This is an optimization exercise on Yosys and OpenROAD, whose aim is small area, a short achievable clock period and few clock cycles per item, not a production implementation.
Function was checked by simulation only, so behaviour that the tests miss may differ from the original.

**flow/design.v**
```verilog
module mx_group_sum (
    input  wire [127:0] w,
    input  wire [127:0] a,
    output wire [87:0]  g4
);
    function automatic [7:0] pmag(input [2:0] x, input [2:0] y);
        reg [1:0] mx, my, sx, sy;
        reg [3:0] mp;
        begin
            mx = (x[2:1] == 2'd0) ? {1'b0, x[0]} : {1'b1, x[0]};
            my = (y[2:1] == 2'd0) ? {1'b0, y[0]} : {1'b1, y[0]};
            sx = (x[2:1] == 2'd0) ? 2'd0 : x[2:1] - 2'd1;
            sy = (y[2:1] == 2'd0) ? 2'd0 : y[2:1] - 2'd1;
            mp = mx * my;
            pmag = {4'd0, mp} << ({1'b0, sx} + {1'b0, sy});
        end
    endfunction
    genvar gi, k;
    generate
        for (gi = 0; gi < 8; gi = gi + 1) begin : g_sum4
            wire [8:0] u [0:3];
            wire [3:0] sg;
            for (k = 0; k < 4; k = k + 1) begin : g_prod
                wire [7:0] m = pmag(w[16*gi + 4*k +: 3], a[16*gi + 4*k +: 3]);
                assign sg[k] = w[16*gi + 4*k + 3] ^ a[16*gi + 4*k + 3];
                assign u[k] = {~sg[k], m ^ {8{sg[k]}}};
            end
            wire [2:0]  cnt = {1'b0, sg[0] ^ sg[1]} + {1'b0, sg[2] ^ sg[3]} + {1'b0, sg[0] & sg[1], 1'b0} + {sg[2] & sg[3], 1'b0};
            wire [10:0] r0 = {2'b00, u[0]}, r1 = {2'b00, u[1]}, r2 = {2'b00, u[2]}, r3 = {2'b00, u[3]}, r4 = {8'd0, cnt};
            wire [10:0] s1 = r0 ^ r1 ^ r2;
            wire [10:0] c1 = {(r0[9:0] & r1[9:0]) | (r0[9:0] & r2[9:0]) | (r1[9:0] & r2[9:0]), 1'b0};
            wire [10:0] s2 = s1 ^ c1 ^ r3;
            wire [10:0] c2 = {(s1[9:0] & c1[9:0]) | (s1[9:0] & r3[9:0]) | (c1[9:0] & r3[9:0]), 1'b0};
            wire [10:0] s3 = s2 ^ c2 ^ r4;
            wire [10:0] c3 = {(s2[9:0] & c2[9:0]) | (s2[9:0] & r4[9:0]) | (c2[9:0] & r4[9:0]), 1'b0};
            wire [10:0] su = s3 + c3;
            assign g4[11*gi +: 11] = {~su[10], su[9:0]};
        end
    endgenerate
endmodule
module mx_fp_norm (
    input  wire signed [31:0] n,
    input  wire [8:0]         lraw,    
    output wire               b_s,
    output wire [31:0]        b_m,
    output wire               b_st,
    output wire signed [10:0] b_e,     
    output wire signed [10:0] b_q,     
    output reg  [5:0]         b_tz     
);
    wire [31:0] mag = n[31] ? (~n + 32'd1) : n;
    reg  [5:0] lz;
    integer i;
    always @* begin
        lz = 6'd32;
        for (i = 0; i < 32; i = i + 1)
            if (mag[i]) lz = 6'd31 - i[5:0];
    end
    wire [31:0] nm = mag << lz[4:0];
    wire signed [10:0] e_n = $signed({2'b00, lraw}) - 11'sd239 - $signed({5'd0, lz});
    wire        low  = (e_n < -11'sd126);
    wire signed [10:0] r_s = -11'sd126 - e_n;
    wire [5:0]  r    = low ? ((r_s > 11'sd32) ? 6'd32 : r_s[5:0]) : 6'd0;
    wire [63:0] sh   = {nm, 32'd0} >> r;
    assign b_s  = n[31];
    assign b_m  = (mag == 0) ? 32'd0 : sh[63:32];
    assign b_st = (mag != 0) && (|sh[31:0]);
    assign b_e  = (low || mag == 0) ? -11'sd126 : e_n;
    assign b_q = b_e + 11'sd127;
    wire [35:0] b_x = {b_m, 2'b00, b_st};
    integer k;
    always @* begin
        b_tz = 6'd63;
        for (k = 35; k >= 0; k = k - 1)
            if (b_x[k]) b_tz = k[5:0];
    end
endmodule
module mx_fp_add (
    input  wire [31:0]        entry,
    input  wire               b_s,
    input  wire [31:0]        b_m,
    input  wire               b_st,
    input  wire signed [10:0] b_e,
    input  wire signed [10:0] b_q,     
    input  wire [5:0]         b_tz,    
    output reg  [31:0]        result
);
    wire        a_s    = entry[31];
    wire [7:0]  a_f    = entry[30:23];
    wire        a_sub  = (a_f == 8'd0);
    wire        a_nan  = (a_f == 8'hFF) && (entry[22:0] != 0);
    wire        a_inf  = (a_f == 8'hFF) && (entry[22:0] == 0);
    wire [35:0] a_x    = {1'b0, ~a_sub, entry[22:0], 11'd0};    
    wire [35:0] b_x    = {1'b0, b_m, 2'b00, b_st};
    wire signed [10:0] a_e = a_sub ? -11'sd126 : ($signed({3'd0, a_f}) - 11'sd127);
    wire        sub    = a_s ^ b_s;
    wire [7:0]  a_fq   = a_sub ? 8'd1 : a_f;
    wire signed [10:0] dab = $signed({3'd0, a_fq}) - b_q;
    wire signed [10:0] dba = b_q - $signed({3'd0, a_fq});
    reg  [5:0]  a_tz;
    integer j;
    always @* begin
        a_tz = 6'd63;
        for (j = 34; j >= 3; j = j - 1)
            if (a_x[j]) a_tz = j[5:0];
    end
    wire        a_ge   = ~dab[10];
    wire        close  = sub && (dab == 11'sd0 || dab == 11'sd1 || dab == -11'sd1);
    wire        ab_far = |dab[9:6];      
    wire        ba_far = |dba[9:6];
    wire [35:0] bsh = ab_far ? 36'd0 : (b_x >> dab[5:0]);
    wire [35:0] ash = ba_far ? 36'd0 : (a_x >> dba[5:0]);
    wire        b_stk = ab_far ? (b_tz != 6'd63) : (b_tz < dab[5:0]);
    wire        a_stk = ba_far ? (a_tz != 6'd63) : (a_tz < dba[5:0]);
    wire [35:0] b_al = {bsh[35:1], bsh[0] | b_stk};
    wire [35:0] a_al = {ash[35:1], ash[0] | a_stk};
    wire [35:0] fx  = a_ge ? a_x : b_x;
    wire [35:0] fy  = a_ge ? b_al : a_al;
    wire [35:0] fs  = sub ? (fx - fy) : (fx + fy);
    wire signed [10:0] fe = a_ge ? a_e : b_e;
    wire        f_sg = a_ge ? a_s : b_s;
    wire signed [10:0] flim = fe + 11'sd127;
    wire [1:0]  flz = fs[35] ? 2'd0 : fs[34] ? 2'd1 : 2'd2;
    wire [1:0]  fsh = ($signed({9'd0, flz}) > flim) ? flim[1:0] : flz;
    wire [35:0] fn  = (fsh == 2'd0) ? fs : (fsh == 2'd1) ? {fs[34:0], 1'b0} : {fs[33:0], 2'b00};
    wire [35:0] ca  = (dab == -11'sd1) ? {1'b0, a_x[35:1]} : a_x;
    wire [35:0] cb  = (dab ==  11'sd1) ? {1'b0, b_x[35:2], b_x[1] | b_x[0]} : b_x;
    wire [36:0] d1  = {1'b0, ca} - {1'b0, cb};
    wire [35:0] d2  = cb - ca;
    wire        use_a = (dab == 11'sd1) || ((dab == 11'sd0) && !d1[36]);
    wire [35:0] cd  = use_a ? d1[35:0] : d2;
    wire        c_sg = use_a ? a_s : b_s;
    wire signed [10:0] ce = a_ge ? a_e : b_e;
    reg  [5:0]  clz;
    integer i;
    always @* begin
        clz = 6'd36;
        for (i = 0; i < 36; i = i + 1)
            if (cd[i]) clz = 6'd35 - i[5:0];
    end
    wire signed [10:0] clim = ce + 11'sd127;
    wire [5:0]  csh = ($signed({5'd0, clz}) > clim) ? clim[5:0] : clz;
    wire [35:0] cn  = cd << csh;
    wire [35:0] nm   = close ? cn : fn;
    wire [5:0]  sh   = close ? csh : {4'd0, fsh};
    wire signed [10:0] xe = close ? ce : fe;
    wire        x_s  = close ? c_sg : f_sg;
    wire [23:0] mant = nm[35:12];
    wire        rb   = nm[11];
    wire        st   = |nm[10:0];
    wire        inc  = rb & (st | mant[0]);
    wire [24:0] mr   = {1'b0, mant} + {24'd0, inc};
    wire signed [11:0] eb = nm[35] ? ($signed({xe[10], xe}) + 12'sd127 - $signed({6'd0, sh})) : 12'sd0;
    wire signed [11:0] ef = eb + $signed({10'd0, mr[24:23]});
    wire        ovf  = (ef >= 12'sd255);
    wire        zero = (nm == 36'd0);
    always @* begin
        if (a_nan)
            result = 32'h7FC0_0000;
        else if (a_inf)
            result = entry;
        else if (zero)
            result = 32'h0000_0000;
        else if (ovf)
            result = {x_s, 8'hFF, 23'd0};
        else
            result = {x_s, ef[7:0], mr[22:0]};
    end
endmodule
module mxfp4_dot_lane (
    input  wire         clk,
    input  wire         rst,         
    input  wire         in_valid,
    output wire         in_ready,
    input  wire         in_first,    
    input  wire         in_last,     
    input  wire [127:0] in_w,        
    input  wire [127:0] in_a,        
    input  wire [7:0]   in_wscale,   
    input  wire [7:0]   in_ascale,   
    input  wire         in_acc,      
    input  wire [31:0]  in_entry,    
    input  wire [2:0]   in_pint,     
    input  wire [1:0]   in_group,    
    output reg          out_valid,
    output reg  [31:0]  out_result
);
    localparam [2:0] S_RUN = 3'd0, S_F1 = 3'd1, S_F2 = 3'd2, S_SA = 3'd3, S_SB = 3'd4;
    wire [87:0] g4_in;
    mx_group_sum u_gsum (.w(in_w), .a(in_a), .g4(g4_in));
    wire [8:0]  sraw_in = {1'b0, in_wscale} + {1'b0, in_ascale};
    wire        nan_in  = (&in_wscale) | (&in_ascale);
    reg         rdy;
    assign in_ready = rdy;
    wire        take = in_valid & rdy;
    reg         cfg_acc;
    reg [31:0]  cfg_entry;
    reg [2:0]   cfg_pint;
    reg [1:0]   cfg_group;
    reg [3:0]   ib_cnt;      
    reg         had_prom;    
    wire [2:0]  pint_e = in_first ? in_pint : cfg_pint;
    reg  [3:0]  pm1;
    always @* begin
        case (pint_e)
            3'd0:    pm1 = 4'd0;
            3'd1:    pm1 = 4'd1;
            3'd2:    pm1 = 4'd3;
            3'd3:    pm1 = 4'd7;
            default: pm1 = 4'd15;
        endcase
    end
    wire [3:0]  cnt_e   = in_first ? 4'd0 : ib_cnt;
    wire        at_pt   = (cnt_e == pm1);
    wire        hadp_e  = in_first ? 1'b0 : had_prom;
    always @(posedge clk) begin
        if (take) begin
            if (in_first) begin
                cfg_acc   <= in_acc;
                cfg_entry <= in_entry;
                cfg_pint  <= in_pint;
                cfg_group <= in_group;
            end
            ib_cnt   <= at_pt ? 4'd0 : (cnt_e + 4'd1);
            had_prom <= hadp_e | at_pt;
        end
    end
    reg         g_v;
    reg [87:0]  g_g4;
    reg [8:0]   g_sraw;
    reg         g_nan, g_first, g_last, g_pdue;
    always @(posedge clk) begin
        if (rdy) begin
            g_g4   <= g4_in;
            g_sraw <= sraw_in;
            g_nan  <= nan_in;
            g_first <= in_first;
            g_last <= in_last;
            g_pdue <= in_last | at_pt;
        end
    end
    reg [2:0]          st;
    reg signed [31:0]  n;
    reg [8:0]          lraw;         
    reg                run_start;    
    reg                first_pend;   
    reg                nan_acc;
    reg signed [14:0]  sd_q;         
    reg signed [14:0]  sd_t;         
    reg [5:0]          sd_dsh;
    reg [8:0]          sd_sx;
    reg                sd_pd, sd_last;
    reg [2:0]          sj;
    reg                rq_v, rq_first, rq_last, rq_nan;
    wire signed [14:0] p [0:7];
    genvar gi;
    generate
        for (gi = 0; gi < 8; gi = gi + 1) begin : g_pre
            if (gi == 0) begin : g0
                assign p[0] = {{4{g_g4[10]}}, g_g4[10:0]};
            end else begin : gn
                assign p[gi] = p[gi-1] + {{4{g_g4[11*gi+10]}}, g_g4[11*gi +: 11]};
            end
        end
    endgenerate
    reg [7:0] gmask;
    reg [2:0] last_j;
    always @* begin
        case (cfg_group)
            2'd0:    begin gmask = 8'hFF; last_j = 3'd7; end
            2'd1:    begin gmask = 8'hAA; last_j = 3'd3; end
            default: begin gmask = 8'h88; last_j = 3'd1; end
        endcase
    end
    wire m_run = (st == S_RUN);
    wire m_f1  = (st == S_F1);
    wire m_sb  = (st == S_SB);
    wire rs_e = m_run ? (g_first | run_start) : run_start;
    wire signed [10:0] d_calc = $signed({2'b00, g_sraw}) - $signed({2'b00, lraw}) + 11'sd14;
    wire signed [10:0] d_e = rs_e ? 11'sd14 : d_calc;
    wire [5:0] dsh_c = d_e[10] ? 6'd0 : ((d_e > 11'sd32) ? 6'd32 : d_e[5:0]);
    wire [5:0] dsh   = m_f1 ? sd_dsh : dsh_c;
    wire signed [31:0] n_eff = rs_e ? 32'sd0 : n;
    wire [31:0] hi_room = {n_eff[31], ~n_eff[30:0]};    
    wire [31:0] lo_room = {~n_eff[31], n_eff[30:0]};    
    wire [31:0] hi_gap  = hi_room >> dsh;
    wire [31:0] lo_gap  = lo_room >> dsh;
    wire [14:0] hg = (|hi_gap[31:15]) ? 15'h7FFF : hi_gap[14:0];
    wire [14:0] lg = (|lo_gap[31:15]) ? 15'h7FFF : lo_gap[14:0];
    reg  [7:0] ovf;
    reg  signed [14:0] qv;
    integer i;
    always @* begin
        for (i = 0; i < 8; i = i + 1) begin
            qv = m_sb ? ((i == 0) ? sd_q : 15'sd0) : p[i];
            ovf[i] = (m_sb ? (i == 0) : gmask[i]) &&
                     (($signed({qv[14], qv}) > $signed({1'b0, hg})) ||
                      ($signed({qv[14], qv}) < -$signed({1'b0, lg})));
        end
    end
    wire any_ovf = |ovf;
    wire signed [14:0] q_last = (m_sb | m_f1) ? sd_q : p[7];
    wire signed [31:0] q_sh   = $signed({{17{q_last[14]}}, q_last}) <<< dsh;
    wire signed [31:0] n_new  = n_eff + q_sh;
    reg signed [14:0] q_prev;
    reg               seen;
    always @* begin
        q_prev = 15'sd0;
        seen   = 1'b0;
        for (i = 0; i < 8; i = i + 1) begin
            if (ovf[i] && !seen) begin
                seen = 1'b1;
                case (cfg_group)
                    2'd0:    q_prev = (i >= 1) ? p[(i >= 1) ? i - 1 : 0] : 15'sd0;
                    2'd1:    q_prev = (i >= 2) ? p[(i >= 2) ? i - 2 : 0] : 15'sd0;
                    default: q_prev = (i >= 4) ? p[(i >= 4) ? i - 4 : 0] : 15'sd0;
                endcase
            end
        end
    end
    reg signed [14:0] v_hi, v_lo;
    always @* begin
        case (cfg_group)
            2'd0:    begin v_hi = p[sj];            v_lo = (sj == 0) ? 15'sd0 : p[sj - 3'd1]; end
            2'd1:    begin v_hi = p[{sj[1:0], 1'b1}]; v_lo = (sj == 0) ? 15'sd0 : p[{sj[1:0], 1'b0} - 3'd1]; end
            default: begin v_hi = p[{sj[0], 2'b11}];  v_lo = (sj == 0) ? 15'sd0 : p[3]; end
        endcase
    end
    wire signed [14:0] v_j   = v_hi - v_lo;
    wire [14:0]        v_mag = v_j[14] ? (~v_j + 15'd1) : v_j;
    wire signed [11:0] nd    = -$signed({d_e[10], d_e});
    wire [3:0]         tk    = (nd > 12'sd15) ? 4'd15 : nd[3:0];
    wire [14:0]        t_mag = v_mag >> tk;
    wire signed [14:0] v_c   = d_e[10] ? (v_j[14] ? -$signed(t_mag) : $signed(t_mag)) : v_j;
    wire signed [14:0] r_rem = sd_t - sd_q;
    wire fp_e  = g_first | first_pend;
    wire nan_e = g_nan | (~g_first & nan_acc);
    wire go_ser = ~rs_e & d_calc[10];
    reg [2:0] st_nx;
    reg       g_take;    
    always @* begin
        st_nx  = st;
        g_take = 1'b0;
        case (st)
            S_RUN: if (g_v) begin
                if (go_ser)       st_nx = S_SA;
                else begin
                    g_take = 1'b1;
                    if (any_ovf)  st_nx = S_F1;
                end
            end
            S_F1: st_nx = S_F2;
            S_F2: st_nx = S_RUN;
            S_SA: st_nx = S_SB;
            default: begin  
                if (any_ovf)            st_nx = S_SA;
                else if (sj == last_j) begin st_nx = S_RUN; g_take = 1'b1; end
                else                    st_nx = S_SA;
            end
        endcase
    end
    wire        x_rs   = in_first | (g_v ? g_pdue : run_start);
    wire [8:0]  l_aft  = (g_v & (g_first | run_start)) ? g_sraw : lraw;
    wire        x_low  = ({1'b0, sraw_in} + 10'd14) < {1'b0, l_aft};
    wire        x_hold = take & ((in_last & ~hadp_e) | (~x_rs & x_low));
    always @(posedge clk) begin
        if (rst) begin
            st        <= S_RUN;
            g_v       <= 1'b0;
            rdy       <= 1'b1;
            rq_v      <= 1'b0;
        end else begin
            st  <= st_nx;
            if (rdy)         g_v <= in_valid;
            else if (g_take) g_v <= 1'b0;
            if (st_nx != S_RUN)      rdy <= 1'b0;
            else if (st != S_RUN)    rdy <= ~(g_v & ~g_take);
            else                     rdy <= ~x_hold;
            rq_v <= 1'b0;
            case (st)
                S_RUN: if (g_v && !go_ser) begin
                    nan_acc <= nan_e;
                    if (any_ovf) begin
                        first_pend <= fp_e;
                        sd_q    <= q_prev;
                        sd_t    <= p[7];
                        sd_dsh  <= dsh_c;
                        sd_sx   <= g_sraw;
                        sd_pd   <= g_pdue;
                        sd_last <= g_last;
                    end else begin
                        n <= n_new;
                        if (rs_e) lraw <= g_sraw;
                        run_start <= g_pdue;
                        first_pend <= fp_e & ~g_pdue;
                        rq_v     <= g_pdue;
                        rq_first <= fp_e;
                        rq_last  <= g_last;
                        rq_nan   <= nan_e;
                    end
                end else if (g_v) begin
                    sj <= 3'd0;
                end
                S_F1: begin
                    n          <= n_new;
                    rq_v       <= 1'b1;
                    rq_first   <= first_pend;
                    rq_last    <= 1'b0;
                    first_pend <= 1'b0;
                end
                S_F2: begin
                    n         <= {{3{r_rem[14]}}, r_rem, 14'd0};
                    lraw      <= sd_sx;
                    run_start <= sd_pd;
                    rq_v      <= sd_pd;
                    rq_first  <= 1'b0;
                    rq_last   <= sd_last;
                    rq_nan    <= nan_acc;
                end
                S_SA: begin
                    sd_q <= v_c;
                end
                default: begin  
                    if (any_ovf) begin
                        rq_v       <= 1'b1;
                        rq_first   <= first_pend;
                        rq_last    <= 1'b0;
                        first_pend <= 1'b0;
                        run_start  <= 1'b1;
                    end else begin
                        n <= n_new;
                        if (run_start) lraw <= g_sraw;
                        run_start <= 1'b0;
                        if (sj == last_j) begin
                            run_start  <= g_pdue;
                            nan_acc    <= nan_e;
                            rq_v       <= g_pdue;
                            rq_first   <= first_pend;
                            rq_last    <= g_last;
                            rq_nan     <= nan_e;
                            if (g_pdue) first_pend <= 1'b0;
                        end else begin
                            sj <= sj + 3'd1;
                        end
                    end
                end
            endcase
        end
    end
    wire               nb_s, nb_st;
    wire [31:0]        nb_m;
    wire signed [10:0] nb_e, nb_q;
    wire [5:0]         nb_tz;
    mx_fp_norm u_norm (.n(n), .lraw(lraw), .b_s(nb_s), .b_m(nb_m), .b_st(nb_st), .b_e(nb_e),
                       .b_q(nb_q), .b_tz(nb_tz));
    reg                p_v, p_last, p_nan, p_s, p_st;
    reg [31:0]         p_m;
    reg signed [10:0]  p_e, p_q;
    reg [5:0]          p_tz;
    always @(posedge clk) begin
        p_v    <= rq_v & ~rst;
        p_last <= rq_last;
        p_nan  <= rq_nan;
        p_s    <= nb_s;
        p_m    <= nb_m;
        p_st   <= nb_st;
        p_e    <= nb_e;
        p_q    <= nb_q;
        p_tz   <= nb_tz;
    end
    reg  [31:0] entry;
    wire [31:0] sum;
    mx_fp_add u_add (.entry(entry), .b_s(p_s), .b_m(p_m), .b_st(p_st), .b_e(p_e), .b_q(p_q), .b_tz(p_tz),
                    .result(sum));
    always @(posedge clk) begin
        if (rq_v && rq_first)
            entry <= cfg_acc ? cfg_entry : 32'd0;
        else if (p_v)
            entry <= sum;
        out_valid  <= p_v & p_last & ~rst;
        out_result <= p_nan ? 32'h7FC0_0000 : sum;
    end
endmodule
```
**flow/run.sh**
```bash
#!/bin/bash
# synth_recipe.tcl (not shown) runs the flow's synth.tcl, then flattens the netlist and writes it again
# the make line also repeats each setting of config.mk as NAME=value (left out here)
make -C /OpenROAD-flow-scripts/flow DESIGN_CONFIG=/design/flow/config.mk WORK_HOME=/design/flow/orfs CLKGATE_MAP_FILE= SYNTH_SCRIPT=/design/flow/synth_recipe.tcl finish
```
**flow/config.mk**
```make
export PLATFORM = sky130hd
export DESIGN_NAME = mxfp4_dot_lane
export DESIGN_NICKNAME = mxfp4_dot_lane
export VERILOG_FILES = /design/flow/design.v
export SDC_FILE = /design/flow/constraint.sdc
export NUM_CORES = 4
export LEC_CHECK = 0
export ABC_AREA = 1
export CAP_MARGIN = 20
export CORE_MARGIN = 2
export CORE_UTILIZATION = 45
export SLEW_MARGIN = 20
```
**flow/constraint.sdc**
```tcl
create_clock -name core_clock -period 36.0 [get_ports {clk}]
set_input_delay 7.2000 -clock core_clock [delete_from_list [all_inputs] [get_ports {clk}]]
set_output_delay 7.2000 -clock core_clock [all_outputs]
set_load 0.01 [all_outputs]
```
==> impl_metrics.env, run 1 <==
export IMPL_ios=349
export IMPL_synth_commonest_cells="nand2_1 (2714), inv_1 (1723), o21ai_0 (1196)"
export IMPL_rsz0062_at_grt="false"
export IMPL_place_gp_congestion=1.044
export IMPL_hold_viol=0
export IMPL_yosysUniqueCellTypes=81
export IMPL_max_freq_ghz=0.05698
export IMPL_antenna_found_initial=9
export IMPL_cp_required_ns=36.41
export IMPL_drv_cap=0
export IMPL_hold_slack_ns=0.3488
export IMPL_final_cells=14387
export IMPL_ff2ff_path_depth=109
export IMPL_cp_arrival_ns=17.96
export IMPL_synthTopCellsByArea="ha_1 (14%), nand2_1 (13%), edfxtp_1 (11%)"
export IMPL_ant_nets=0
export IMPL_drt_initial_drc_count=8987
export IMPL_outcome="complete, no violations"
export IMPL_startpoint_type="flop"
export IMPL_post_route_util_pct=49.83
export IMPL_postCtsHoldBufs=0
export IMPL_synthCells=11976
export IMPL_fin_nets=13522
export IMPL_cts_root_buf="clkbuf_16"
export IMPL_wl_per_cell_um=21.58
export IMPL_synth_most_common_cell="nand2_1"
export IMPL_avgSynthCellArea_sq_um=6.345
export IMPL_dp_cells=14291
export IMPL_yosysWarnings=4
export IMPL_die_area_sq_um=172200
export IMPL_vias=83003
export IMPL_yosys_area_top_type="ha_1"
export IMPL_ys_async_sr_fraction_pct=0
export IMPL_synth_fp_nets=13362
export IMPL_hp_class="flop to flop"
export IMPL_slowest_delay_ns=0.77
export IMPL_setup_viol=0
export IMPL_worstReg2RegStart="entry[23]"
export IMPL_cts_tree="done"
export IMPL_clock_sinks=377
export IMPL_avgViaCountPerCell=5.769
export IMPL_yosysSeqAreaShare_pct=13.53
export IMPL_slowest_stage="nor4_1"
export IMPL_fin_crit_sh_pct=48.75
export IMPL_period_minus_slack_ns=17.55
export IMPL_criticalPathCategory="flop to flop"
export IMPL_rrSetupSlack_ns=18.45
export IMPL_tightest_slew_ns=1.243
export IMPL_finalMaxSlewViolations=0
export IMPL_synth_ff_type="edfxtp_1"
export IMPL_ys_ff_latch=377
export IMPL_fin_skew_ns=0.03498
export IMPL_cts_buffers=47
export IMPL_clk_pin_slew_ns=0.06
export IMPL_io_buffer_count=348
export IMPL_timing_critical_path_to="entry[27]"
export IMPL_slew_headroom_pct=16.54
export IMPL_hpwl_mm=253.9
export IMPL_cts_setup_buffers=0
export IMPL_tns_ns=0
export IMPL_netlist_area_sq_um=75980
export IMPL_cp_max_fo=82
export IMPL_gr_usage_all_layers_pct=34.77
export IMPL_route_detailed_drc=0
export IMPL_drive_gt1_share_pct=3.803
export IMPL_grt_pass1_wl_mm=468.0
export IMPL_start_util_pct=45.39
export IMPL_crit_path_end_kind="flop"
export IMPL_fp_dieW_um=414.9
export IMPL_grt_max_degree=113
export IMPL_insertion_delay_ns=0.67
export IMPL_r2r_end="entry[27]"
export IMPL_synth_top_area_share_pct=13.91
export IMPL_coreArea_sq_um=167400
export IMPL_critPathLaunch="entry[23]"
export IMPL_h_tree_depth=2
export IMPL_cts_path_max_buffers=3
export IMPL_crit_top_cell="nand2_1"
export IMPL_gr_total_overflow=0
export IMPL_first_pass_iters=7
export IMPL_drt_total_wl_mm=310.5
export IMPL_synth_edf_count=273
export IMPL_die_y_um=414.9
export IMPL_grt_pass1_vias=78486
export IMPL_cts_resized=0
export IMPL_syn_to_final_growth_pct=9.786
export IMPL_rows=150
-- routing by layer --
metal	share of wire (%)	track usage, %	wire length [um]
met5	0.0074	0	23
met3	8.4	5.739	25930
met4	6.2	18.30	19230
met2	42	53.72	131400
met1	43	46.40	133900
-- cell families (layout without fill, tap and decap cells) --
group | after synthesis | after routing | synth area share [%]
simple gates | 4905 | 4905 | 26.75
compound gates | 2760 | 2760 | 20.57
buf+inv | 2151 | 2349 | 10.88
fa+ha+maj | 1071 | 1071 | 19.87
xor+xnor | 626 | 626 | 7.250
flops | 377 | 377 | 13.53
mux | 86 | 86 | 1.154
other cells | 0 | 9 | 0
-- cell type report --
| type | count | area, sq um |
|---|---|---|
| fill | 17326 | 83990 |
| multi-input combinational | 9448 | 57680 |
| sequential | 377 | 10280 |
| inverter | 1779 | 6685 |
| timing repair buffer | 483 | 4504 |
| tap | 2204 | 2758 |
| clock buffer | 60 | 1249 |
| clock inverter | 27 | 236.5 |
| antenna | 9 | 22.52 |
-- cells in the final DEF (no fill, tap or decap), types with 73 or more instances in the layout --
cell type,synthesis,layout
fa_1,226,226
a21oi_1,761,761
nand3_1,526,526
nor2_1,1176,1169
xnor2_1,205,202
dfxtp_1,104,103
o22ai_1,184,184
o21a_1,80,80
ha_1,845,844
or2_2,105,105
nand2_1,2714,2714
clkdlybuf4s50_1,0,348
mux2i_1,73,73
o21ai_0,1196,1192
xor2_1,419,414
nand4_1,130,130
edfxtp_1,273,273
buf_4,11,134
o21ai_1,85,83
nor3_1,117,114
inv_1,1723,1722
-- registers in the layout (all words and copies together) (netlist names), 11 cells and up --
signal	count
cfg_entry	32
p_q	11
p_e	11
p_m	32
sd_t	15
out_result	32
sd_q	15
n	32
entry	32
g_g4	88
-- worst min path at each step --
| stage | startpoint | to | slack, ns | depth (start not counted) |
|---|---|---|---|---|
| floorplan | rq_last | p_last | 0.32 | 0 |
| global placement | rq_last | p_last | 0.33 | 0 |
| detailed placement | rq_last | p_last | 0.34 | 0 |
| CTS | rq_last | p_last | 0.35 | 0 |
| global route | rq_last | p_last | 0.36 | 0 |
| finish | rq_last | p_last | 0.35 | 0 |
-- through the flow --
stage,area (sq um),setup slack [ns]
3_5_place_dp,81890,18.84
3_3_place_gp,81850,18.96
4_1_cts,83380,18.77
2_1_floorplan,75980,23.10
6_report,83420,18.45
5_1_grt,83400,16.80
-- critical path: cells and delay by family (launching register included) --
kind | cells | cell delay (ns)
adders and majority gates | 7 | 2.03
xor gates and xnor gates | 1 | 0.32
buffers and inverters | 16 | 2.49
and+or+nand+nor | 75 | 9.98
DFF | 1 | 0.43
AOI/OAI and AO/OA | 10 | 1.95
Testbench counts, summed over its fixed seeds: cycles 21,537, items 1,280.
==> run 2, diff against run 1 <==
--- a/flow/design.v
+++ b/flow/design.v
@@ -46,34 +46,35 @@
     output wire               b_st,
     output wire signed [10:0] b_e,     
     output wire signed [10:0] b_q,     
-    output reg  [5:0]         b_tz     
+    output wire [5:0]         b_tz     
 );
     wire [31:0] mag = n[31] ? (~n + 32'd1) : n;
-    reg  [5:0] lz;
+    reg  [5:0] lz, tz;
     integer i;
     always @* begin
         lz = 6'd32;
         for (i = 0; i < 32; i = i + 1)
             if (mag[i]) lz = 6'd31 - i[5:0];
+        tz = 6'd32;
+        for (i = 31; i >= 0; i = i - 1)
+            if (mag[i]) tz = i[5:0];
     end
-    wire [31:0] nm = mag << lz[4:0];
-    wire signed [10:0] e_n = $signed({2'b00, lraw}) - 11'sd239 - $signed({5'd0, lz});
-    wire        low  = (e_n < -11'sd126);
-    wire signed [10:0] r_s = -11'sd126 - e_n;
-    wire [5:0]  r    = low ? ((r_s > 11'sd32) ? 6'd32 : r_s[5:0]) : 6'd0;
-    wire [63:0] sh   = {nm, 32'd0} >> r;
+    wire        zero = (mag == 32'd0);
+    wire signed [10:0] e_n  = $signed({2'b00, lraw}) - 11'sd239 - $signed({5'd0, lz});
+    wire signed [10:0] a_lo = $signed({2'b00, lraw}) - 11'sd113;    
+    wire        low  = (a_lo < $signed({5'd0, lz}));
+    wire signed [10:0] amt = low ? a_lo : $signed({5'd0, lz});
+    wire signed [10:0] k_s = 11'sd32 - amt;
+    wire [6:0]  k    = (k_s > 11'sd64) ? 7'd64 : k_s[6:0];
+    wire [63:0] sh   = {mag, 32'd0} >> k;
+    wire signed [10:0] namt = -amt;
     assign b_s  = n[31];
-    assign b_m  = (mag == 0) ? 32'd0 : sh[63:32];
-    assign b_st = (mag != 0) && (|sh[31:0]);
-    assign b_e  = (low || mag == 0) ? -11'sd126 : e_n;
-    assign b_q = b_e + 11'sd127;
-    wire [35:0] b_x = {b_m, 2'b00, b_st};
-    integer k;
-    always @* begin
-        b_tz = 6'd63;
-        for (k = 35; k >= 0; k = k - 1)
-            if (b_x[k]) b_tz = k[5:0];
-    end
+    assign b_m  = sh[31:0];
+    assign b_st = !zero && amt[10] && ($signed({5'd0, tz}) < namt);
+    assign b_e  = (low || zero) ? -11'sd126 : e_n;
+    assign b_q  = b_e + 11'sd127;
+    wire signed [10:0] tzb = $signed({5'd0, tz}) + amt + 11'sd3;
+    assign b_tz = b_st ? 6'd0 : (zero || b_m == 32'd0) ? 6'd63 : tzb[5:0];
 endmodule
 module mx_fp_add (
     input  wire [31:0]        entry,
==> flow/flow/run.sh (new file) <==
#!/bin/bash
# The standard layout, with ORFS's timing repair asked to keep more setup
# slack than the default, so that it sizes and buffers the critical paths.
set -euo pipefail
bash standard.sh finish SETUP_SLACK_MARGIN=23 > flow_make.log 2>&1
==> flow/standard.sh (new file) <==
#!/bin/bash
# synth_recipe.tcl (not shown) runs the flow's synth.tcl, then flattens the netlist and writes it again
# the make line also repeats each setting of config.mk as NAME=value (left out here)
make -C /OpenROAD-flow-scripts/flow DESIGN_CONFIG=/design/flow/config.mk WORK_HOME=/design/flow/orfs CLKGATE_MAP_FILE= SYNTH_SCRIPT=/design/flow/synth_recipe.tcl "${@:-finish}"
removed: flow/run.sh
==> impl_metrics.env, run 2 <==
export IMPL_gr_total_overflow=0
export IMPL_tns_ns=0
export IMPL_crit_path_end_kind="flop"
export IMPL_avgSynthCellArea_sq_um=6.417
export IMPL_largest_reg_flops=88
export IMPL_slowest_delay_ns=0.54
export IMPL_synthTopCellsByArea="ha_1 (14%), nand2_1 (13%), edfxtp_1 (11%)"
export IMPL_fin_skew_ns=0.03680
export IMPL_insertion_delay_ns=0.68
export IMPL_setup_viol=0
export IMPL_die_y_um=413.4
export IMPL_outcome="complete, no violations"
export IMPL_max_freq_ghz=0.07643
export IMPL_drive_gt1_share_pct=12.37
export IMPL_vias=85683
export IMPL_route_detailed_drc=0
export IMPL_cts_root_buf="clkbuf_16"
export IMPL_top_register="g_g4"
export IMPL_place_gp_congestion=1.088
export IMPL_slowest_stage="xor2_1"
export IMPL_coreArea_sq_um=166800
export IMPL_synth_edf_count=273
export IMPL_cp_required_ns=36.42
export IMPL_synthCells=11753
export IMPL_hold_viol=0
export IMPL_hp_class="flop to flop"
export IMPL_cp_max_fo=6
export IMPL_criticalPathCategory="flop to flop"
export IMPL_yosys_area_top_type="ha_1"
export IMPL_rows=150
export IMPL_hpwl_mm=264.0
export IMPL_tightest_slew_ns=1.220
export IMPL_mostFrequentLayoutCells="nand2_1 (2405), inv_1 (1685), o21ai_0 (1107), nor2_1 (1090), ha_1 (781)"
export IMPL_clk_pin_slew_ns=0.07
export IMPL_synth_fp_nets=13159
export IMPL_cts_buffers=50
export IMPL_die_area_sq_um=170900
export IMPL_fin_crit_sh_pct=36.34
export IMPL_start_util_pct=45.20
export IMPL_gr_usage_all_layers_pct=37.85
export IMPL_ys_async_sr_fraction_pct=0
export IMPL_synth_most_common_cell="nand2_1"
export IMPL_netlist_area_sq_um=75410
export IMPL_clock_sinks=377
export IMPL_slew_headroom_pct=18.67
export IMPL_period_minus_slack_ns=13.08
export IMPL_cp_arrival_ns=13.51
export IMPL_synth_top_area_share_pct=14.33
export IMPL_hold_slack_ns=0.3559
export IMPL_h_tree_depth=2
export IMPL_synth_ff_type="edfxtp_1"
export IMPL_grt_max_degree=114
export IMPL_yosysUniqueCellTypes=82
export IMPL_crit_top_cell="nand2_1"
export IMPL_drt_initial_drc_count=9616
export IMPL_ys_ff_latch=377
export IMPL_io_buffer_count=348
export IMPL_startpoint_type="flop"
export IMPL_grt_pass1_wl_mm=493.2
export IMPL_syn_to_final_growth_pct=20.96
export IMPL_finalMaxSlewViolations=0
export IMPL_yosysSeqAreaShare_pct=13.63
export IMPL_antenna_found_initial=19
export IMPL_ios=349
export IMPL_cts_path_max_buffers=3
export IMPL_first_pass_iters=11
export IMPL_final_common_cell="nand2_1"
export IMPL_cts_tree="done"
export IMPL_drv_cap=0
export IMPL_grt_pass1_vias=80359
export IMPL_fin_nets=13736
export IMPL_synth_commonest_cells="nand2_1 (2565), inv_1 (1741), o21ai_0 (1242)"
export IMPL_drt_total_wl_mm=340.6
export IMPL_fp_dieW_um=413.4
export IMPL_postCtsHoldBufs=0
export IMPL_ant_nets=0
export IMPL_yosysWarnings=4
export IMPL_rsz0062_at_grt="true"
export IMPL_avgViaCountPerCell=5.876
export IMPL_wl_per_cell_um=23.35
[run 2: cell count changes after synthesis, moves of 13 or more]
cell | before | now
o21ai_0 | 1196 | 1242
xor2_1 | 419 | 454
ha_1 | 845 | 864
nand3_1 | 526 | 440
a21oi_1 | 761 | 686
nand2_1 | 2714 | 2565
clkbuf_1 | 273 | 255
nand4_1 | 130 | 96
o31ai_1 | 28 | 41
mux2i_1 | 73 | 93
buf_2 | 30 | 44
inv_1 | 1723 | 1741
o21ai_1 | 85 | 70
[run 2: layout make-up]
cell class	instances	area, sq um
diodes	7	17.52
fillers	16673	75620
flip-flops and latches	377	10280
clock buffers	69	1489
inverters	1794	6910
well taps	2204	2758
repair inverters	4	31.28
multi-input cells	9243	61420
repair buffers	860	8001
clock inverters	25	309.0
[run 2: logic make-up after synthesis]
logic type / count (synthesis) / share of synthesized area [%]
simple gates: 4620 / 25.24
mux: 103 / 1.384
flops: 377 / 13.63
fa+ha+maj: 1091 / 20.36
buf+inv: 2149 / 10.91
xor+xnor: 653 / 7.614
compound gates: 2760 / 20.86
[run 2: timing repair]
| item | CTS | global route |
|---|---|---|
| pin swaps | 108 | 250 |
| resized for setup | 524 | 629 |
| gates cloned | 21 | 14 |
| buffers inserted | 154 | 202 |
| endpoints found under the setup margin | 202 | 184 |
[run 2: metal layers]
| layer | global-route usage (%) | up-vias | wire length (um) |
|---|---|---|---|
| met5 | 0 | - | 157 |
| li1 | - | 40210 | - |
| met4 | 21.24 | 24 | 24330 |
| met1 | 47.72 | 40054 | 136400 |
| met2 | 59.84 | 4173 | 147400 |
| met3 | 8.127 | 1222 | 32230 |
[run 2: worst paths after layout]
kind,cells past startpoint,endpoint,slack (ns),start
max,103,entry[11],22.92,entry[23]
max reg2reg,103,entry[11],22.92,entry[23]
min reg2reg,0,p_last,0.36,rq_last
min,0,p_last,0.36,rq_last
[run 2: worst max-delay path: cells and delay by family, from the launching register on]
kind,cells,cell delay [ns]
DFF,1,0.44
buffers and inverters,30,3.66
and+or+nand+nor,50,4.32
xor gates and xnor gates,1,0.54
AOI/OAI and AO/OA,17,2.73
adders and majority gates,5,1.08
[run 2: per-stage QoR]
step	cell area (sq um)	worst slack (ns)	cells	util, %
after floorplan	75410	23.49	11753	-
after detailed placement	81300	18.35	14089	48.73
after global routing	91210	22.36	14576	54.66
after CTS	86570	23.00	14358	51.88
after global placement	81280	18.40	14088	48.72
final	91220	22.92	14583	54.67
Testbench counts of run 2, summed over its fixed seeds: cycles 21,537, items 1,280.
==> run 3, diff against run 2 <==
--- a/flow/design.v
+++ b/flow/design.v
@@ -4,15 +4,42 @@
     output wire [87:0]  g4
 );
     function automatic [7:0] pmag(input [2:0] x, input [2:0] y);
-        reg [1:0] mx, my, sx, sy;
+        reg [1:0] mx, my;
         reg [3:0] mp;
+        reg [2:0] sh;
         begin
-            mx = (x[2:1] == 2'd0) ? {1'b0, x[0]} : {1'b1, x[0]};
-            my = (y[2:1] == 2'd0) ? {1'b0, y[0]} : {1'b1, y[0]};
-            sx = (x[2:1] == 2'd0) ? 2'd0 : x[2:1] - 2'd1;
-            sy = (y[2:1] == 2'd0) ? 2'd0 : y[2:1] - 2'd1;
-            mp = mx * my;
-            pmag = {4'd0, mp} << ({1'b0, sx} + {1'b0, sy});
+            mx = {x[2] | x[1], x[0]};
+            my = {y[2] | y[1], y[0]};
+            mp[0] = mx[0] & my[0];
+            mp[1] = (mx[1] & my[0]) ^ (mx[0] & my[1]);
+            mp[2] = mx[1] & my[1] & ~(mx[0] & my[0]);
+            mp[3] = mx[1] & my[1] & mx[0] & my[0];
+            case ({x[2:1], y[2:1]})
+                4'b1010:                   sh = 3'd2;
+                4'b1011, 4'b1110:          sh = 3'd3;
+                4'b1111:                   sh = 3'd4;
+                4'b1000, 4'b1001, 4'b0010, 4'b0110: sh = 3'd1;
+                4'b1100, 4'b1101, 4'b0011, 4'b0111: sh = 3'd2;
+                default:                   sh = 3'd0;
+            endcase
+            case (sh)
+                3'd0:    pmag = {4'd0, mp};
+                3'd1:    pmag = {3'd0, mp, 1'b0};
+                3'd2:    pmag = {2'd0, mp, 2'b0};
+                3'd3:    pmag = {1'd0, mp, 3'b0};
+                default: pmag = {mp, 4'b0};
+            endcase
+        end
+    endfunction
+    function automatic [10:0] rip11(input [10:0] x, input [10:0] y);
+        reg c;
+        integer b;
+        begin
+            c = 1'b0;
+            for (b = 0; b < 11; b = b + 1) begin
+                rip11[b] = x[b] ^ y[b] ^ c;
+                c = (x[b] & y[b]) | (x[b] & c) | (y[b] & c);
+            end
         end
     endfunction
     genvar gi, k;
@@ -33,7 +60,7 @@
             wire [10:0] c2 = {(s1[9:0] & c1[9:0]) | (s1[9:0] & r3[9:0]) | (c1[9:0] & r3[9:0]), 1'b0};
             wire [10:0] s3 = s2 ^ c2 ^ r4;
             wire [10:0] c3 = {(s2[9:0] & c2[9:0]) | (s2[9:0] & r4[9:0]) | (c2[9:0] & r4[9:0]), 1'b0};
-            wire [10:0] su = s3 + c3;
+            wire [10:0] su = rip11(s3, c3);
             assign g4[11*gi +: 11] = {~su[10], su[9:0]};
         end
     endgenerate
@@ -288,6 +315,19 @@
     wire [31:0] lo_gap  = lo_room >> dsh;
     wire [14:0] hg = (|hi_gap[31:15]) ? 15'h7FFF : hi_gap[14:0];
     wire [14:0] lg = (|lo_gap[31:15]) ? 15'h7FFF : lo_gap[14:0];
+    function automatic gt15(input [14:0] x, input [14:0] y);
+        reg g, e;
+        integer b;
+        begin
+            g = 1'b0;
+            e = 1'b1;
+            for (b = 14; b >= 0; b = b - 1) begin
+                g = g | (e & x[b] & ~y[b]);
+                e = e & ~(x[b] ^ y[b]);
+            end
+            gt15 = g;
+        end
+    endfunction
     reg  [7:0] ovf;
     reg  signed [14:0] qv;
     integer i;
@@ -295,8 +335,7 @@
         for (i = 0; i < 8; i = i + 1) begin
             qv = m_sb ? ((i == 0) ? sd_q : 15'sd0) : p[i];
             ovf[i] = (m_sb ? (i == 0) : gmask[i]) &&
-                     (($signed({qv[14], qv}) > $signed({1'b0, hg})) ||
-                      ($signed({qv[14], qv}) < -$signed({1'b0, lg})));
+                     (qv[14] ? ~gt15(lg, ~qv) : gt15(qv, hg));
         end
     end
     wire any_ovf = |ovf;
==> flow/flow/run.sh (replaced) <==
#!/bin/bash
# The standard layout, with ORFS's timing repair asked to keep more setup
# slack than the default, so that it sizes and buffers the critical paths.
set -euo pipefail
bash standard.sh finish SETUP_SLACK_MARGIN=24 > flow_make.log 2>&1
==> impl_metrics.env, run 3 <==
export IMPL_outcome="complete, no violations"
export IMPL_hpwl_mm=252.3
export IMPL_drive_gt1_share_pct=24.23
export IMPL_wl_per_cell_um=22.63
export IMPL_synthTopCellsByArea="nand2_1 (15%), edfxtp_1 (11%), inv_1 (10%)"
export IMPL_cts_tree="done"
export IMPL_die_area_sq_um=165300
export IMPL_crit_top_cell="buf_4"
export IMPL_cts_root_buf="clkbuf_16"
export IMPL_holdPathStages=0
export IMPL_tns_ns=0
export IMPL_synth_top_area_share_pct=14.82
export IMPL_final_common_cell="nand2_1"
export IMPL_criticalPathCategory="flop to flop"
export IMPL_post_route_util_pct=60.92
export IMPL_vias=89644
export IMPL_synth_edf_count=273
export IMPL_synth_top_family_by_area="simple AND/OR/NAND/NOR gates"
export IMPL_ff2ff_path_depth=92
export IMPL_postCtsHoldBufs=0
export IMPL_ant_nets=0
export IMPL_ios=349
export IMPL_grt_pass1_wl_mm=497.5
export IMPL_start_util_pct=45.37
export IMPL_finalMaxSlewViolations=0
export IMPL_cp_max_fo=7
export IMPL_yosysUniqueCellTypes=85
export IMPL_muxShareOfSynthArea_pct=1.208
export IMPL_tightest_slew_ns=1.273
export IMPL_place_gp_congestion=1.050
export IMPL_synth_most_common_cell="nand2_1"
export IMPL_yosysSeqAreaShare_pct=14.10
export IMPL_slowest_delay_ns=0.57
export IMPL_mostFrequentLayoutCells="nand2_1 (2561), inv_1 (1648), nor2_1 (1045), buf_4 (950), o21ai_0 (896)"
export IMPL_synth_fp_nets=12963
export IMPL_ys_ff_latch=377
export IMPL_slew_headroom_pct=15.14
export IMPL_hold_slack_ns=0.3589
export IMPL_clock_sinks=377
export IMPL_netlist_area_sq_um=72930
export IMPL_cts_path_max_buffers=3
export IMPL_largest_reg_flops=88
export IMPL_hp_class="flop to flop"
export IMPL_insertion_delay_ns=0.68
export IMPL_ys_async_sr_fraction_pct=0
export IMPL_yosys_area_top_type="nand2_1"
export IMPL_max_freq_ghz=0.07958
export IMPL_final_cells=15191
export IMPL_rrSetupSlack_ns=23.43
export IMPL_antenna_found_initial=17
export IMPL_grt_max_degree=85
export IMPL_coreArea_sq_um=160800
export IMPL_cts_buffers=48
export IMPL_fillCellCount=14887
export IMPL_hold_viol=0
export IMPL_yosysWarnings=4
export IMPL_synth_ff_type="edfxtp_1"
export IMPL_period_minus_slack_ns=12.57
export IMPL_synth_compound_area_share_pct=20.53
export IMPL_drt_total_wl_mm=343.7
export IMPL_drv_cap=0
export IMPL_gr_usage_all_layers_pct=38.80
export IMPL_gr_total_overflow=0
export IMPL_h_tree_depth=2
export IMPL_fin_crit_sh_pct=34.90
export IMPL_rows=147
export IMPL_grt_pass1_vias=83924
export IMPL_yosys_area_share_simple_pct=28.90
export IMPL_startpoint_type="flop"
export IMPL_die_y_um=406.6
export IMPL_min_to="p_last"
export IMPL_fin_skew_ns=0.03030
export IMPL_synth_commonest_cells="nand2_1 (2879), inv_1 (1963), nor2_1 (1255)"
export IMPL_synth_fa_ha_area_share_pct=15.53
export IMPL_synthCells=11903
export IMPL_worstReg2RegStart="entry[23]"
export IMPL_clk_pin_slew_ns=0.06
export IMPL_first_pass_iters=11
export IMPL_cp_arrival_ns=12.97
export IMPL_hold_start="rq_last"
export IMPL_route_detailed_drc=0
export IMPL_cp_required_ns=36.40
export IMPL_r2r_end="entry[3]"
export IMPL_setup_viol=0
export IMPL_syn_to_final_growth_pct=34.28
export IMPL_synth_xor_xnor_area_share_pct=7.170
export IMPL_avgSynthCellArea_sq_um=6.127
export IMPL_fp_dieW_um=406.6
export IMPL_top_register="g_g4"
export IMPL_slowest_stage="fa_2"
export IMPL_dp_cells=14125
export IMPL_drt_initial_drc_count=10001
export IMPL_fin_nets=14049
export IMPL_crit_path_end_kind="flop"
export IMPL_avgViaCountPerCell=5.901
export IMPL_rsz0062_at_grt="true"
export IMPL_io_buffer_count=348
==> run 3: cell types whose count changed in the layout (fill, tap and decap cells not counted), moves of 49 or more <==
cell / previous run / this run
o21ai_0: 1107 / 896
nand2_1: 2405 / 2561
xnor2_1: 185 / 70
buf_6: 21 / 86
nand2_2: 100 / 221
nor2_2: 50 / 100
inv_4: 3 / 52
clkdlybuf4s50_1: 348 / 141
a21oi_1: 603 / 453
nor2_4: 41 / 125
inv_2: 56 / 257
ha_1: 781 / 382
fa_2: 9 / 75
buf_4: 449 / 950
==> run 3: area by class of cell <==
cell class	count	area, sq um	area share, %
Antenna cell	2	5.005	0.005111
Clock buffer	57	1266	1.293
Clock inverter	33	375.4	0.3833
Inverter	2032	8102	8.273
Multi-Input combinational cell	9144	62890	64.23
Sequential cell	377	10280	10.50
Tap cell	2160	2703	2.760
Timing Repair Buffer	1377	12240	12.50
Timing Repair inverter	9	57.56	0.05877
==> run 3: worst max-delay path: cells and delay by family (launching register included) <==
family | cells | cell delay [ns]
buffers and inverters | 56 | 6.96
AND/OR/NAND/NOR | 27 | 2.89
adder cells (fa/ha/maj) | 5 | 1.46
flip-flops | 1 | 0.41
XOR/XNOR | 2 | 0.31
AO/OA/AOI/OAI | 2 | 0.23
==> run 3: how the worst max path moves through the flow <==
stage,startpoint,to,depth (start not counted)
5_1_grt,entry[24],entry[3],112
6_report,entry[23],entry[3],92
3_5_place_dp,entry[23],entry[3],101
4_1_cts,in_a[18],g_g4[20],22
3_3_place_gp,entry[23],entry[14],90
2_1_floorplan,in_w[40],g_g4[31],21
==> run 3: metrics by stage <==
stage | setup WS [ns] | instance area (sq um)
2_1_floorplan | 23.39 | 74240
3_3_place_gp | 20.44 | 79550
3_5_place_dp | 20.13 | 79580
4_1_cts | 23.56 | 92640
5_1_grt | 23.11 | 97920
6_report | 23.43 | 97930
==> run 3: cell families (layout without fill, tap and decap cells) <==
group,after synthesis,count (layout)
and+or+nand+nor,5128,5144
AOI/OAI and AO/OA,2564,2564
buffers and inverters,2398,3508
adders and majority gates,757,757
xor gates and xnor gates,591,591
DFF,377,377
muxes,88,88
other,0,2
==> run 3: what timing repair did <==
action,4_1_cts,5_1_grt
buffers inserted,723,206
cloned,36,9
endpoints found under the setup margin,236,219
resized for setup,2141,1000
hold endpoints to repair,0,0
pin swaps,543,575
==> run 3: routing by layer <==
| layer | GRT usage (%) | share of wire [%] | vias to the layer above |
|---|---|---|---|
| met1 | 48.94 | 39 | 42197 |
| met4 | 20.47 | 6.7 | 24 |
| li1 | - | - | 41177 |
| met5 | 0 | 0.043 | - |
| met3 | 8.069 | 10 | 1295 |
| met2 | 62.17 | 44 | 4951 |
Testbench counts of run 3, summed over its fixed seeds: cycles 21,537, items 1,280.
==> run 4, diff against run 3 <==
==> flow/flow/run.sh (replaced) <==
#!/bin/bash
# The standard layout, with ORFS's timing repair asked to keep more setup
# slack than the default, so that it sizes and buffers the critical paths.
set -euo pipefail
bash standard.sh finish SETUP_SLACK_MARGIN=22 > flow_make.log 2>&1
==> impl_metrics.env, run 4 <==
export IMPL_finalMaxSlewViolations=0
export IMPL_avgViaCountPerCell=5.827
export IMPL_insertion_delay_ns=0.68
export IMPL_fin_crit_sh_pct=37.85
export IMPL_muxShareOfSynthArea_pct=1.208
export IMPL_synth_top_family_by_area="simple AND/OR/NAND/NOR gates"
export IMPL_first_pass_iters=9
export IMPL_grt_pass1_wl_mm=465.1
export IMPL_antenna_found_initial=15
export IMPL_period_minus_slack_ns=13.63
export IMPL_ys_async_sr_fraction_pct=0
export IMPL_slew_headroom_pct=17.12
export IMPL_slowest_stage="xnor2_1"
export IMPL_drt_initial_drc_count=9489
export IMPL_wl_per_cell_um=22.03
export IMPL_ios=349
export IMPL_drive_gt1_share_pct=7.115
export IMPL_cts_buffers=49
export IMPL_final_common_cell="nand2_1"
export IMPL_top_register="g_g4"
export IMPL_cp_required_ns=36.42
export IMPL_fp_dieW_um=406.6
export IMPL_crit_top_cell="fa_1"
export IMPL_synth_commonest_cells="nand2_1 (2879), inv_1 (1963), nor2_1 (1255)"
export IMPL_hp_class="flop to flop"
export IMPL_cts_path_max_buffers=3
export IMPL_setup_viol=0
export IMPL_grt_max_degree=74
export IMPL_die_area_sq_um=165300
export IMPL_synth_top_area_share_pct=14.82
export IMPL_clock_sinks=377
export IMPL_yosysUniqueCellTypes=85
export IMPL_yosysSeqAreaShare_pct=14.10
export IMPL_path_cells="clkdlybuf4s50_1 -> xnor2_1 -> clkinv_1 -> xor2_1 -> fa_1 -> fa_1 -> fa_1 -> ha_1 -> fa_1 -> fa_1 -> inv_1 -> fa_1 -> fa_1 -> fa_1 -> fa_1 -> fa_1 -> fa_1 -> xor2_1"
export IMPL_vias=83793
export IMPL_place_gp_congestion=1.100
export IMPL_yosys_area_top_type="nand2_1"
export IMPL_largest_reg_flops=88
export IMPL_synthTopCellsByArea="nand2_1 (15%), edfxtp_1 (11%), inv_1 (10%)"
export IMPL_yosysWarnings=4
export IMPL_netlist_area_sq_um=72930
export IMPL_path_buf_inv=3
export IMPL_tightest_slew_ns=1.228
export IMPL_max_freq_ghz=0.07339
export IMPL_startpoint_type="input port"
export IMPL_slowest_delay_ns=0.80
export IMPL_start_util_pct=45.37
export IMPL_synth_most_common_cell="nand2_1"
export IMPL_route_detailed_drc=0
export IMPL_die_y_um=406.6
export IMPL_finalWorstSetupSlack_ns=22.37
export IMPL_grt_pass1_vias=77200
export IMPL_crit_path_end_kind="flop"
export IMPL_gr_total_overflow=0
export IMPL_mostFrequentLayoutCells="nand2_1 (2779), inv_1 (1940), nor2_1 (1221), o21ai_0 (1020), a21oi_1 (526)"
export IMPL_cp_max_fo=6
export IMPL_hpwl_mm=253.1
export IMPL_cts_tree="done"
export IMPL_io_buffer_count=348
export IMPL_synth_fa_ha_area_share_pct=15.53
export IMPL_syn_to_final_growth_pct=14.35
export IMPL_synth_edf_count=273
export IMPL_avgSynthCellArea_sq_um=6.127
export IMPL_outcome="complete, no violations"
export IMPL_fin_skew_ns=0.02331
export IMPL_place_ws_ns=19.06
export IMPL_drt_total_wl_mm=316.8
export IMPL_synth_xor_xnor_area_share_pct=7.170
export IMPL_synth_compound_area_share_pct=20.53
export IMPL_hold_viol=0
export IMPL_h_tree_depth=2
export IMPL_rsz0062_at_grt="false"
export IMPL_yosys_area_share_simple_pct=28.90
export IMPL_ys_ff_latch=377
export IMPL_criticalPathCategory="input port to flop"
export IMPL_cts_root_buf="clkbuf_16"
export IMPL_rows=147
export IMPL_path_delay_family="adder cells"
export IMPL_cp_arrival_ns=14.05
export IMPL_gr_usage_all_layers_pct=36.40
export IMPL_synthCells=11903
export IMPL_ant_nets=0
export IMPL_drv_cap=0
export IMPL_fin_nets=13232
export IMPL_synth_fp_nets=12963
export IMPL_tns_ns=0
export IMPL_synth_ff_type="edfxtp_1"
export IMPL_clk_pin_slew_ns=0.06
export IMPL_coreArea_sq_um=160800
run 4: cell types whose count changed in the layout (fill, tap and decap cells not counted), moves of 153 or more:
| cell | previous run | this run |
|---|---|---|
| buf_4 | 950 | 185 |
| nand2_2 | 221 | 68 |
| nand2_1 | 2561 | 2779 |
| inv_2 | 257 | 41 |
| inv_1 | 1648 | 1940 |
| clkdlybuf4s50_1 | 141 | 348 |
| nor2_1 | 1045 | 1221 |
run 4: worst paths after layout:
check        startpoint  endpoint  slack (ns)  cells past startpoint
max           in_a[119]  g_g4[87]       22.37                     18
min             rq_last    p_last        0.34                      0
max reg2reg     g_g4[0]  sd_q[10]       22.53                     52
min reg2reg     rq_last    p_last        0.34                      0
run 4: layout make-up:
cell class | count | area, sq um
multi-input cells | 9138 | 55520
inverters | 2032 | 7727
repair buffers | 570 | 5542
well taps | 2160 | 2703
repair inverters | 4 | 26.28
clock inverters | 29 | 255.2
diodes | 8 | 20.02
fillers | 16769 | 77360
flip-flops and latches | 377 | 10280
clock buffers | 63 | 1319
run 4: kinds of logic (layout without fill, tap and decap cells):
| kind of cell | after synthesis | in the layout |
|---|---|---|
| flip-flops | 377 | 377 |
| XOR/XNOR | 591 | 591 |
| AND/OR/NAND/NOR | 5128 | 5138 |
| adder cells (fa/ha/maj) | 757 | 757 |
| multiplexers | 88 | 88 |
| other | 0 | 8 |
| buffers and inverters | 2398 | 2698 |
| AO/OA/AOI/OAI | 2564 | 2564 |
run 4: timing repair:
item,CTS,global route
pin swaps,10,77
hold buffers,0,0
resized for setup,173,395
endpoints found under the setup margin,187,186
buffers inserted,28,91
gates cloned,8,14
run 4: layer usage:
layer / GRT usage, % / wire, um / up-vias
met5: 0 / 120 / -
met4: 14.99 / 16220 / 16
met3: 6.795 / 30810 / 860
met2: 57.62 / 138400 / 4202
met1: 48.52 / 131200 / 39186
li1: - / - / 39529
run 4: stage by stage:
| step | hold slack [ns] | std cells | util [%] | cell area [sq um] |
|---|---|---|---|---|
| 2_1_floorplan | 0.3233 | 11903 | - | 72930 |
| 3_3_place_gp | 0.3337 | 14138 | 48.75 | 78360 |
| 3_5_place_dp | 0.3339 | 14140 | 48.77 | 78410 |
| 4_1_cts | 0.3432 | 14268 | 50.35 | 80940 |
| 5_1_grt | 0.3475 | 14373 | 51.86 | 83370 |
| 6_report | 0.3417 | 14381 | 51.88 | 83390 |
==> run 5, diff against run 4 <==
==> flow/flow/run.sh (replaced) <==
#!/bin/bash
# The standard layout, with ORFS's timing repair asked to keep more setup
# slack than the default, so that it sizes and buffers the critical paths.
set -euo pipefail
bash standard.sh finish SETUP_SLACK_MARGIN=23 > flow_make.log 2>&1
==> impl_metrics.env, run 5 <==
export IMPL_seqCellArea_sq_um=10280
export IMPL_netlist_area_sq_um=72930
export IMPL_crit_path_end_kind="flop"
export IMPL_max_freq_ghz=0.07776
export IMPL_fin_nets=13472
export IMPL_startpoint_type="input port"
export IMPL_ff2ff_path_depth=89
export IMPL_postCtsHoldBufs=0
export IMPL_io_buffer_count=348
export IMPL_crit_top_cell="fa_1"
export IMPL_ios=349
export IMPL_outcome="complete, no violations"
export IMPL_insertion_delay_ns=0.68
export IMPL_antenna_found_initial=12
export IMPL_hp_class="flop to flop"
export IMPL_yosys_area_share_simple_pct=28.90
export IMPL_drt_initial_drc_count=9300
export IMPL_fin_skew_ns=0.02341
export IMPL_tns_ns=0
export IMPL_coreArea_sq_um=160800
export IMPL_synth_fp_nets=12963
export IMPL_synthCells=11903
export IMPL_syn_to_final_growth_pct=22.66
export IMPL_hpwl_mm=248.2
export IMPL_vias=85450
export IMPL_cts_root_buf="clkbuf_16"
export IMPL_path_cells="clkdlybuf4s50_1 -> nor2_1 -> o22ai_1 -> nand2_1 -> inv_1 -> a22o_1 -> xor2_2 -> fa_1 -> fa_1 -> fa_1 -> ha_1 -> fa_1 -> fa_1 -> inv_1 -> fa_1 -> fa_2 -> fa_2 -> fa_1 -> fa_2 -> fa_1 -> xor2_1"
export IMPL_drive_gt1_share_pct=13.40
export IMPL_synth_top_area_share_pct=14.82
export IMPL_largest_reg_flops=88
export IMPL_path_buf_inv=3
export IMPL_cts_tree="done"
export IMPL_ys_ff_latch=377
export IMPL_drt_total_wl_mm=319.6
export IMPL_yosysUniqueCellTypes=85
export IMPL_cp_max_fo=5
export IMPL_rsz0062_at_grt="true"
export IMPL_synth_top_family_by_area="simple AND/OR/NAND/NOR gates"
export IMPL_h_tree_depth=2
export IMPL_fp_dieW_um=406.6
export IMPL_avgSynthCellArea_sq_um=6.127
export IMPL_fillCellCount=16121
export IMPL_ys_async_sr_fraction_pct=0
export IMPL_fin_crit_sh_pct=35.72
export IMPL_route_detailed_drc=0
export IMPL_top_usage_layer="met2"
export IMPL_clk_pin_slew_ns=0.07
export IMPL_path_delay_family="adder cells"
export IMPL_period_minus_slack_ns=12.86
export IMPL_grt_pass1_wl_mm=462.4
export IMPL_met3_usage_pct=7.905
export IMPL_synth_compound_area_share_pct=20.53
export IMPL_synth_commonest_cells="nand2_1 (2879), inv_1 (1963), nor2_1 (1255)"
export IMPL_gr_total_overflow=0
export IMPL_cp_required_ns=36.40
export IMPL_synth_ff_type="edfxtp_1"
export IMPL_grt_max_degree=82
export IMPL_mostFrequentLayoutCells="nand2_1 (2693), inv_1 (1876), nor2_1 (1143), o21ai_0 (956), a21oi_1 (490)"
export IMPL_slowest_stage="fa_1"
export IMPL_wl_per_cell_um=21.86
export IMPL_tightest_slew_ns=1.244
export IMPL_top_register="g_g4"
export IMPL_cp_arrival_ns=13.26
export IMPL_die_y_um=406.6
export IMPL_start_util_pct=45.37
export IMPL_synth_edf_count=273
export IMPL_muxShareOfSynthArea_pct=1.208
export IMPL_slew_headroom_pct=16.79
export IMPL_synthTopCellsByArea="nand2_1 (15%), edfxtp_1 (11%), inv_1 (10%)"
export IMPL_gr_usage_all_layers_pct=35.97
export IMPL_cts_buffers=47
export IMPL_cp_depth=21
export IMPL_first_pass_iters=8
export IMPL_criticalPathCategory="input port to flop"
export IMPL_avgViaCountPerCell=5.846
export IMPL_synth_most_common_cell="nand2_1"
export IMPL_slowest_delay_ns=0.57
export IMPL_multi_input_area_sq_um=59120
export IMPL_rows=147
export IMPL_ant_nets=0
export IMPL_holdPathStages=0
export IMPL_setup_viol=0
export IMPL_grtUsageMet1_pct=47.43
export IMPL_synth_fa_ha_area_share_pct=15.53
export IMPL_clock_sinks=377
export IMPL_drv_cap=0
export IMPL_synth_xor_xnor_area_share_pct=7.170
export IMPL_yosysWarnings=4
export IMPL_grt_pass1_vias=77788
export IMPL_cts_path_max_buffers=3
export IMPL_place_gp_congestion=1.062
export IMPL_hold_viol=0
export IMPL_die_area_sq_um=165300
export IMPL_yosys_area_top_type="nand2_1"
export IMPL_finalMaxSlewViolations=0
export IMPL_final_common_cell="nand2_1"
export IMPL_grtUsageMet2_pct=57.43
export IMPL_yosysSeqAreaShare_pct=14.10
run 5: cell counts after synthesis:
Identical to the previous run, type by type.
run 5: path summary, 6_finish.rpt:
path	from	endpoint	slack [ns]
worst max-delay path	in_w[26]	g_g4[21]	23.14
worst min-delay path	rq_nan	p_nan	0.35
worst max register to register	entry[24]	entry[18]	23.26
worst min register to register	rq_nan	p_nan	0.35
run 5: logic make-up (layout without fill, tap and decap cells):
logic type,Yosys count,after routing
AOI/OAI and AO/OA,2564,2564
xor gates and xnor gates,591,591
adders and majority gates,757,757
buffers and inverters,2398,2934
DFF,377,377
muxes,88,88
other,0,5
and+or+nand+nor,5128,5140
run 5: layout make-up:
type / count / share of cell area (%)
antenna: 5 / 0.01399
clock inverter: 29 / 0.5063
sequential: 377 / 11.50
inverter: 2032 / 8.718
multi-input combinational: 9140 / 66.10
clock buffer: 59 / 1.399
timing repair buffer: 809 / 8.711
timing repair inverter: 5 / 0.03777
tap: 2160 / 3.021
run 5: stage by stage:
step	cell area, sq um	hold WS (ns)	utilization [%]	setup slack, ns	cells
after floorplan	73070	0.3233	-	23.00	11903
after global placement	78480	0.3365	48.82	19.90	14136
after detailed placement	78490	0.3503	48.82	19.62	14136
after CTS	83080	0.3539	51.68	23.00	14360
after global routing	89440	0.3614	55.64	22.57	14611
final	89450	0.3455	55.65	23.14	14616
run 5: what timing repair did:
action | CTS | global route
hold endpoints to repair | 0 | 0
buffers inserted | 125 | 226
resized for setup | 467 | 1026
endpoints found under the setup margin | 217 | 206
gates cloned | 11 | 24
pin swaps | 101 | 311
run 5: worst reg2reg max path: cells and delay by family, from the launching register on:
family                     cells  cell delay, ns
and+or+nand+nor               39            4.11
buffers and inverters         24            3.12
AOI/OAI and AO/OA             16            2.37
adders and majority gates      7            1.87
DFF                            1            0.42
xor gates and xnor gates       2            0.35
muxes                          1            0.22
run 5: metal layers:
layer / routed length [um] / part of all wire [%]
met1: 129700 / 41
met2: 141000 / 44
met3: 33090 / 10
met4: 15720 / 4.9
met5: 82 / 0.026

==> separate check: timing with driven ports <==
The flow's constraints put no driver on any port. The routed layouts listed below were extracted and timed again, unchanged, in two steps.
Step 1 (the two cells are an assumption about what drives the block):
set clk [get_ports {clk}]
set_driving_cell -lib_cell sky130_fd_sc_hd__clkbuf_16 $clk
set_driving_cell -lib_cell sky130_fd_sc_hd__buf_2 [delete_from_list [all_inputs] $clk]
Step 2 times the ports against the registers' clock, not the clock port: input delays grow and output delays shrink by t, the midpoint of the rising clock arrivals with the driver on.
a / b / c = no drivers / after step 1 / after step 2; a / b = the first two.
run	t, ns	setup WS [ns]	latest minus earliest clock arrival (ns)
run 1	0.734	18.451 / 18.451 / 18.451	0.036 / 0.035
run 2	0.742	22.916 / 22.916 / 22.915	0.036 / 0.037
run 3	0.756	23.435 / 23.435 / 22.907	0.032 / 0.032
run 4	0.755	22.374 / 22.445 / 21.690	0.026 / 0.026
run 5	0.756	23.141 / 23.207 / 22.451	0.024 / 0.024
After both steps setup and hold are still met in every run listed. The setup slack of run 5, which loses most, moves by +0.066 ns with the drivers and by -0.690 ns with both steps.
